Background: an optimization exercise with open tools, aiming at small area and a short achievable clock period. Do not read the settings as production practice. Function was checked by simulation only, so behaviour that the tests miss may differ from the original. Power and IR drop assume default switching activity.

==> flow/design.v <==
module cmd_check (
    input  wire        clk,
    input  wire        rst,           
    input  wire        in_valid,
    input  wire [31:0] in_data,       
    input  wire        in_last,       
    input  wire [2:0]  in_nbytes,     
    input  wire        queue_full,    
    input  wire [3:0]  mode,          
    output reg         res_valid,
    output reg         res_proto,     
    output reg  [7:0]  res_status,
    output reg  [15:0] res_opcode,
    output reg  [15:0] res_tag,
    output reg         res_prio
);
    localparam [7:0] ST_OK             = 8'h00;
    localparam [7:0] ST_BAD_OPCODE     = 8'h10;
    localparam [7:0] ST_BAD_LENGTH     = 8'h11;
    localparam [7:0] ST_LENGTH_EXCEEDS = 8'h12;
    localparam [7:0] ST_BAD_CRC        = 8'h13;
    localparam [7:0] ST_OUT_OF_RANGE   = 8'h15;
    localparam [7:0] ST_WRONG_MODE     = 8'h20;
    localparam [7:0] ST_QUEUE_FULL     = 8'h31;
    function [15:0] crc16_byte(input [15:0] crc, input [7:0] b);
        integer k;
        reg [15:0] c;
        begin
            c = crc ^ {b, 8'h00};
            for (k = 0; k < 8; k = k + 1)
                c = c[15] ? ((c << 1) ^ 16'h1021) : (c << 1);
            crc16_byte = c;
        end
    endfunction
    function [31:0] crc32_byte(input [31:0] crc, input [7:0] b);
        integer k;
        reg [31:0] c;
        begin
            c = crc ^ {24'h0, b};
            for (k = 0; k < 8; k = k + 1)
                c = c[0] ? ((c >> 1) ^ 32'hEDB88320) : (c >> 1);
            crc32_byte = c;
        end
    endfunction
    function op_known(input [15:0] op);
        case (op)
            16'h0001, 16'h0002, 16'h0003,
            16'h0101, 16'h0110, 16'h0111, 16'h0120, 16'h0130,
            16'h0201, 16'h0202, 16'h0203,
            16'h0301, 16'h0310, 16'h0311, 16'h0312, 16'h0313, 16'h0320,
            16'h0401, 16'h0402, 16'h0410, 16'h0411,
            16'h0501, 16'h0502, 16'h0510,
            16'h0601, 16'h0602, 16'h0603, 16'h0604, 16'h0605, 16'h0606, 16'h0607,
            16'h0701, 16'h0702, 16'h0703,
            16'h0801, 16'h0802,
            16'h0901, 16'h0902: op_known = 1'b1;
            default:            op_known = 1'b0;
        endcase
    endfunction
    function len_ok(input [15:0] op, input [15:0] len);
        case (op)
            16'h0001, 16'h0002, 16'h0120, 16'h0130, 16'h0311, 16'h0501,
            16'h0603, 16'h0604, 16'h0702, 16'h0801:
                len_ok = (len == 16'd0);
            16'h0101, 16'h0110, 16'h0111, 16'h0313, 16'h0401, 16'h0605,
            16'h0606, 16'h0607, 16'h0703, 16'h0902:
                len_ok = (len == 16'd4);
            16'h0203, 16'h0402, 16'h0411, 16'h0502, 16'h0510, 16'h0701,
            16'h0802:
                len_ok = (len == 16'd8);
            16'h0312: len_ok = (len == 16'd12);
            16'h0901: len_ok = (len == 16'd20);
            16'h0410: len_ok = (len == 16'd44);
            16'h0601: len_ok = (len == 16'd260);
            16'h0003: len_ok = (len <= 16'd4092);
            16'h0201: len_ok = (len >= 16'd8)  && (len <= 16'd4084);
            16'h0202: len_ok = (len >= 16'd8)  && (len <= 16'd1032);
            16'h0301: len_ok = (len >= 16'd6)  && (len <= 16'd2050);
            16'h0310: len_ok = (len >= 16'd4)  && (len <= 16'd4096);
            16'h0320: len_ok = (len >= 16'd14) && (len <= 16'd24);
            16'h0602: len_ok = (len >= 16'd13) && (len <= 16'd4096);
            default:  len_ok = 1'b0;
        endcase
    endfunction
    function mode_ok(input [15:0] op, input [3:0] md);
        reg [7:0] allowed;    
        reg       all_kind;   
        begin
            all_kind = 1'b0;
            case (op)
                16'h0001, 16'h0002, 16'h0003, 16'h0130, 16'h0501, 16'h0502,
                16'h0510, 16'h0601, 16'h0602, 16'h0603, 16'h0604, 16'h0606,
                16'h0607: begin
                    allowed = 8'b1111_1111; all_kind = 1'b1;
                end
                16'h0201, 16'h0202, 16'h0203, 16'h0301, 16'h0310, 16'h0311,
                16'h0312, 16'h0313, 16'h0801, 16'h0802: begin
                    allowed = 8'b1111_1101; all_kind = 1'b1;
                end
                16'h0101, 16'h0111, 16'h0702: allowed = 8'b0111_1100;
                16'h0110:                     allowed = 8'b0000_1000;
                16'h0120:                     allowed = 8'b0100_0000;
                16'h0320, 16'h0701, 16'h0901: allowed = 8'b0001_0000;
                16'h0401, 16'h0402, 16'h0410, 16'h0411, 16'h0902:
                                              allowed = 8'b0011_1100;
                16'h0605, 16'h0703:           allowed = 8'b0001_1100;
                default:                      allowed = 8'b0000_0000;
            endcase
            if (md > 4'd7)
                mode_ok = 1'b0;
            else if (md == 4'd0)
                mode_ok = all_kind && (op[15:8] == 8'h00);
            else if (md == 4'd1)
                mode_ok = allowed[1] && (op[15:8] == 8'h00 || op[15:8] == 8'h05 ||
                                         op[15:8] == 8'h06);
            else
                mode_ok = allowed[md[2:0]];
        end
    endfunction
    reg [11:0] wcnt;         
    reg [15:0] opcode, tag, length, reserved, hcrc_rx;
    reg [7:0]  flags, version;
    reg [15:0] crc16;
    reg [31:0] crc32;
    reg [31:0] pcrc_rx;
    reg [15:0] n_opcode, n_tag, n_length, n_reserved, n_hcrc_rx;
    reg [7:0]  n_flags, n_version;
    reg [15:0] n_crc16;
    reg [31:0] n_crc32;
    reg [31:0] n_pcrc_rx;
    reg [13:0] total;        
    reg [2:0]  nb;
    reg [13:0] idx;
    reg [13:0] pay_end;      
    reg [7:0]  b;
    integer    i;
    always @(*) begin
        n_opcode   = opcode;
        n_tag      = tag;
        n_flags    = flags;
        n_version  = version;
        n_length   = length;
        n_reserved = reserved;
        n_hcrc_rx  = hcrc_rx;
        n_crc16    = crc16;
        n_crc32    = crc32;
        n_pcrc_rx  = pcrc_rx;
        nb = in_last ? in_nbytes : 3'd4;
        if (wcnt == 12'd0) begin
            n_opcode = in_data[15:0];
            n_tag    = in_data[31:16];
        end
        if (wcnt == 12'd1) begin
            n_flags   = in_data[7:0];
            n_version = in_data[15:8];
            n_length  = in_data[31:16];
        end
        if (wcnt == 12'd2) begin
            n_reserved = in_data[15:0];
            n_hcrc_rx  = in_data[31:16];
        end
        pay_end = 14'd12 + n_length[12:0];
        for (i = 0; i < 4; i = i + 1) begin
            idx = {wcnt, 2'b00} + i[13:0];
            b   = in_data[8*i +: 8];
            if (i < nb) begin
                if (idx < 14'd10) begin
                    n_crc16 = crc16_byte(n_crc16, b);
                end else if (idx >= 14'd12 && n_length <= 16'd4096) begin
                    if (idx < pay_end)
                        n_crc32 = crc32_byte(n_crc32, b);
                    else if (idx < pay_end + 14'd4)
                        n_pcrc_rx[8*(idx - pay_end) +: 8] = b;
                end
            end
        end
        total = {wcnt, 2'b00} + {11'd0, nb};
    end
    reg [7:0] status;
    reg       hdr_complete;
    reg [31:0] pcrc_calc;
    always @(*) begin
        hdr_complete = (total >= 14'd12);
        pcrc_calc    = (n_length == 16'd0) ? 32'h0 : ~n_crc32;
        if (n_crc16 != n_hcrc_rx)
            status = ST_BAD_CRC;
        else if (n_length > 16'd4096)
            status = ST_LENGTH_EXCEEDS;
        else if (queue_full)
            status = ST_QUEUE_FULL;
        else if (n_version != 8'h01 || n_reserved != 16'h0000 || n_flags[7:1] != 7'h00)
            status = ST_OUT_OF_RANGE;
        else if (total < {1'b0, n_length[12:0]} + 14'd16)
            status = ST_BAD_LENGTH;
        else if (pcrc_calc != n_pcrc_rx)
            status = ST_BAD_CRC;
        else if (!op_known(n_opcode))
            status = ST_BAD_OPCODE;
        else if (!len_ok(n_opcode, n_length))
            status = ST_BAD_LENGTH;
        else if (!mode_ok(n_opcode, mode))
            status = ST_WRONG_MODE;
        else
            status = ST_OK;
    end
    always @(posedge clk) begin
        if (rst) begin
            wcnt      <= 12'd0;
            crc16     <= 16'hFFFF;
            crc32     <= 32'hFFFF_FFFF;
            pcrc_rx   <= 32'h0;
            res_valid <= 1'b0;
        end else begin
            res_valid <= 1'b0;
            if (in_valid) begin
                if (in_last) begin
                    wcnt    <= 12'd0;
                    crc16   <= 16'hFFFF;
                    crc32   <= 32'hFFFF_FFFF;
                    pcrc_rx <= 32'h0;
                    res_valid <= 1'b1;
                    if (!hdr_complete) begin
                        res_proto  <= 1'b1;
                        res_status <= 8'h00;
                        res_opcode <= 16'h0000;
                        res_tag    <= 16'h0000;
                        res_prio   <= 1'b0;
                    end else if (n_crc16 != n_hcrc_rx) begin
                        res_proto  <= 1'b0;
                        res_status <= status;
                        res_opcode <= 16'h0000;
                        res_tag    <= 16'h0000;
                        res_prio   <= 1'b0;
                    end else begin
                        res_proto  <= 1'b0;
                        res_status <= status;
                        res_opcode <= n_opcode;
                        res_tag    <= n_tag;
                        res_prio   <= n_flags[0];
                    end
                end else begin
                    if (wcnt != 12'hFFF)
                        wcnt <= wcnt + 12'd1;
                    crc16   <= n_crc16;
                    crc32   <= n_crc32;
                    pcrc_rx <= n_pcrc_rx;
                end
                opcode   <= n_opcode;
                tag      <= n_tag;
                flags    <= n_flags;
                version  <= n_version;
                length   <= n_length;
                reserved <= n_reserved;
                hcrc_rx  <= n_hcrc_rx;
            end
        end
    end
endmodule
==> flow/run.sh <==
#!/bin/bash
# synth_recipe.tcl (not shown) runs the flow's synth.tcl, then flattens the netlist and writes it again
# the make line also repeats each setting of config.mk as NAME=value (left out here)
make -C /OpenROAD-flow-scripts/flow DESIGN_CONFIG=/design/flow/config.mk WORK_HOME=/design/flow/orfs CLKGATE_MAP_FILE= SYNTH_SCRIPT=/design/flow/synth_recipe.tcl finish
==> flow/config.mk <==
export PLATFORM = sky130hd
export DESIGN_NAME = cmd_check
export DESIGN_NICKNAME = cmd_check
export VERILOG_FILES = /design/flow/design.v
export SDC_FILE = /design/flow/constraint.sdc
export NUM_CORES = 4
export LEC_CHECK = 0
export CAP_MARGIN = 20
export CORE_MARGIN = 2
export CORE_UTILIZATION = 40
export SLEW_MARGIN = 20
==> flow/constraint.sdc <==
create_clock -name core_clock -period 12.0 [get_ports {clk}]
set_input_delay 2.4000 -clock core_clock [delete_from_list [all_inputs] [get_ports {clk}]]
set_output_delay 2.4000 -clock core_clock [all_outputs]
set_load 0.01 [all_outputs]
==> impl_metrics.toml <==
[worst_setup_path]
crit_type = "in -> reg"
start_kind = "primary input"
crit_fanout = 16
rr_worst_depth = 36
crit_arrival_ns = 11.62
worstPathRequired_ns = 12.30
cp_slowest_stage_delay_ns = 0.68
critical-path-slowest-cell = "a311oi_1"
crit_path_end_kind = "flip-flop"

[timing]
finalHoldViolCount = 0
timing.hold.ws_ns = 0.503
relSlewSlack = 0.265
skew_ns = 0.0341
rsz0062_at_grt = "no"
setup_viol = 0
worst_pin_slew_ns = 1.09
finalCritPeriodShare = 0.943
max_clock_freq_ghz = 0.0883
report.final.slew_viol_count = 0
period_needed_ns = 11.32
finalSetupTns_ns = 0

[route]
drcViolationCount = 0
routed_wl_um = 109000
ant_nets = 0
wl_per_cell_um = 27.0
vias = 25300
routed_via_density = 6.25
drt_iter0_markers = 3220
dr.pass1.iters = 7

[cells_and_area]
final_cells = 4046
area_growth_pct = 13.8
layout_common_cells = "nand2_1 (333), xnor2_1 (309), nor2_1 (297)"
drive_gt1_frac = 0.107
final_common_cell = "nand2_1"
final_area_sq_um = 28300
nets = 3280

[synth]
syn_area_sq_um = 24900
async_flop_share = 0
synth_area_leader_cell = "edfxtp_1"
synth-edff-count = 135
synthFlopType = "edfxtp_1"
syn_area_per_cell_sq_um = 8.03
synthTopCellsByArea = "edfxtp_1 (16%), xnor2_1 (11%), dfxtp_1 (7.5%), mux2i_1 (5.6%), xor2_1 (5.2%)"
yosys_warnings = 1
netlist_instances = 3097
synth_top_area_frac = 0.163
synth-seq-cells = 228
synthDistinctLibCells = 105
seq_area_frac_synth = 0.238

[placement]
place_area_sq_um = 27300
dp_cells = 3992
gp_congestion = 1.06
hpwl_um = 84100
io_buffer_count = 83

[floorplan]
die_area_sq_um = 64200
initial_core_util = 0.404
die_h_um = 253
ios = 87
core_sq_um = 61600
die_w_um = 253
row_count = 91

[cts]
ctsHoldBuffers = 0
cts.sinks = 228
post_cts_buffers = 0
numCtsBuffers = 28
cts-resized-gates = 0
cts_tree = "built"
clock_path_buffers = 3
clk_latency_ns = 0.59
htreeDepth = 1
clkTransAtPathRegs_ns = 0.06
clockRootBuffer = "clkbuf_16"

[pwr]
irDropWorstVdd_mv = 0.281
p_per_area_nw_per_um2 = 159
p_leak_nw = 10.8

[global_routing]
grt_pass1_wl_um = 159000
grt_max_degree = 72
grt_pass1_vias = 23800
track_usage = 0.331
grt_antenna_before_repair = 3
gr-total-overflow = 0

[min_path]
holdPathStages = 2
hold_path_class = "reg -> reg"

[job]
max-cap-violations = 0

[status]
status = "finished clean"
## cells in the mapped netlist, drive strengths merged, types with 7 or more instances
cell type / number
nand2: 335
xnor2: 314
nor2: 301
a21oi: 187
o21ai: 187
clkbuf: 170
xor2: 148
mux2i: 139
edfxtp: 135
dfxtp: 93
nor3: 83
nand3: 79
inv: 64
mux2: 64
ha: 49
nor2b: 42
nor4: 42
a211oi: 40
nand4: 39
xnor3: 39
nand2b: 38
o22ai: 35
and2: 32
buf: 29
a22oi: 28
o211ai: 28
a21o: 26
and3: 26
or3: 25
o31ai: 20
a31oi: 19
o21a: 18
or4: 18
a211o: 17
or2: 15
nor4b: 14
and4: 13
o31a: 8
o2111ai: 7
## worst max-delay path: cells and delay by family
family	cells	cell delay, ns
AO/OA/AOI/OAI	12	3.06
AND/OR/NAND/NOR	10	2.65
XOR/XNOR	4	1.41
buffers and inverters	5	1.34
multiplexers	1	0.41
adder cells (fa/ha/maj)	1	0.33
## power breakdown
part	internal [mW]	switching (mW)	leakage, nW	total (mW)
clock	0.539	0.367	0.448	0.905
combinational	1.11	1.61	8.35	2.72
sequential	0.864	0.0178	2.02	0.882
## layer usage
layer	vias to the layer above	track usage	wire, um	part of all wire
met5	-	0	11	0.00010
met4	2	0.144	5460	0.050
met3	294	0.0578	11500	0.11
met2	1514	0.511	47100	0.43
met1	12200	0.453	45000	0.41
li1	11300	-	-	-
## cell type report
type	instances	area (sq um)
Tap cell	837	1050
Fill cell	6051	33300
Timing Repair Buffer	255	2120
Sequential cell	228	5920
Multi-Input combinational cell	2602	18000
Clock inverter	16	235
Antenna cell	3	7.51
Clock buffer	35	727
Inverter	70	263
## stage by stage
step | power, mW | util | worst slack, ns
after floorplan | 2.91 | - | 0.621
after global placement | 3.54 | 0.444 | 0.300
after detailed placement | 3.58 | 0.444 | 0.319
after CTS | 4.49 | 0.459 | 0.892
after global routing | 4.75 | 0.459 | 0.131
final | 4.51 | 0.459 | 0.680
## sequential cells by signal (all words and copies together), names as in the netlist, 16 cells and up
name,cells
crc16,16
crc32,32
hcrc_rx,16
length,16
opcode,16
pcrc_rx,32
res_opcode,16
res_tag,16
reserved,16
tag,16
## final timing paths
| check | start | end | slack (ns) |
|---|---|---|---|
| setup reg to reg | wcnt[1] | res_status[0] | 1.27 |
| hold / removal | pcrc_rx[16] | pcrc_rx[16] | 0.50 |
| setup / recovery | in_data[24] | res_status[0] | 0.68 |
| hold reg to reg | pcrc_rx[16] | pcrc_rx[16] | 0.50 |
## cell families after synthesis
logic type | Yosys count | share of synthesized area
compound gates | 711 | 0.184
xor+xnor | 505 | 0.205
fa+ha+maj | 53 | 0.0271
buf+inv | 269 | 0.0414
flops | 228 | 0.238
mux | 203 | 0.0851
other cells | 1 | 0.000151
simple gates | 1127 | 0.220

separate check: timing with driven ports:
In the flow no input, the clock included, has a driving cell. The finished layout below was timed again as built, in two steps. Step 1: set_driving_cell puts a clkbuf_16 on clk and a buf_2 on each other input, an assumption about the parent block. Step 2 times the ports against the registers' clock, not the clock port: input delays grow and output delays shrink by t, the midpoint of the rising clock arrivals with the driver on. Three values: no drivers, after step 1, after step 2; two values: the first two.
t (ns): 0.637
slack for setup (ns): 0.680 / 0.725 / 0.088
clock arrival spread, ns: 0.037 / 0.038
slew at the worst register clock pin (ns): 0.07 / 0.07
After both steps setup and hold are still met in this run. For this run, drivers alone change the setup slack by +0.045 ns; drivers and shift together by -0.592 ns.
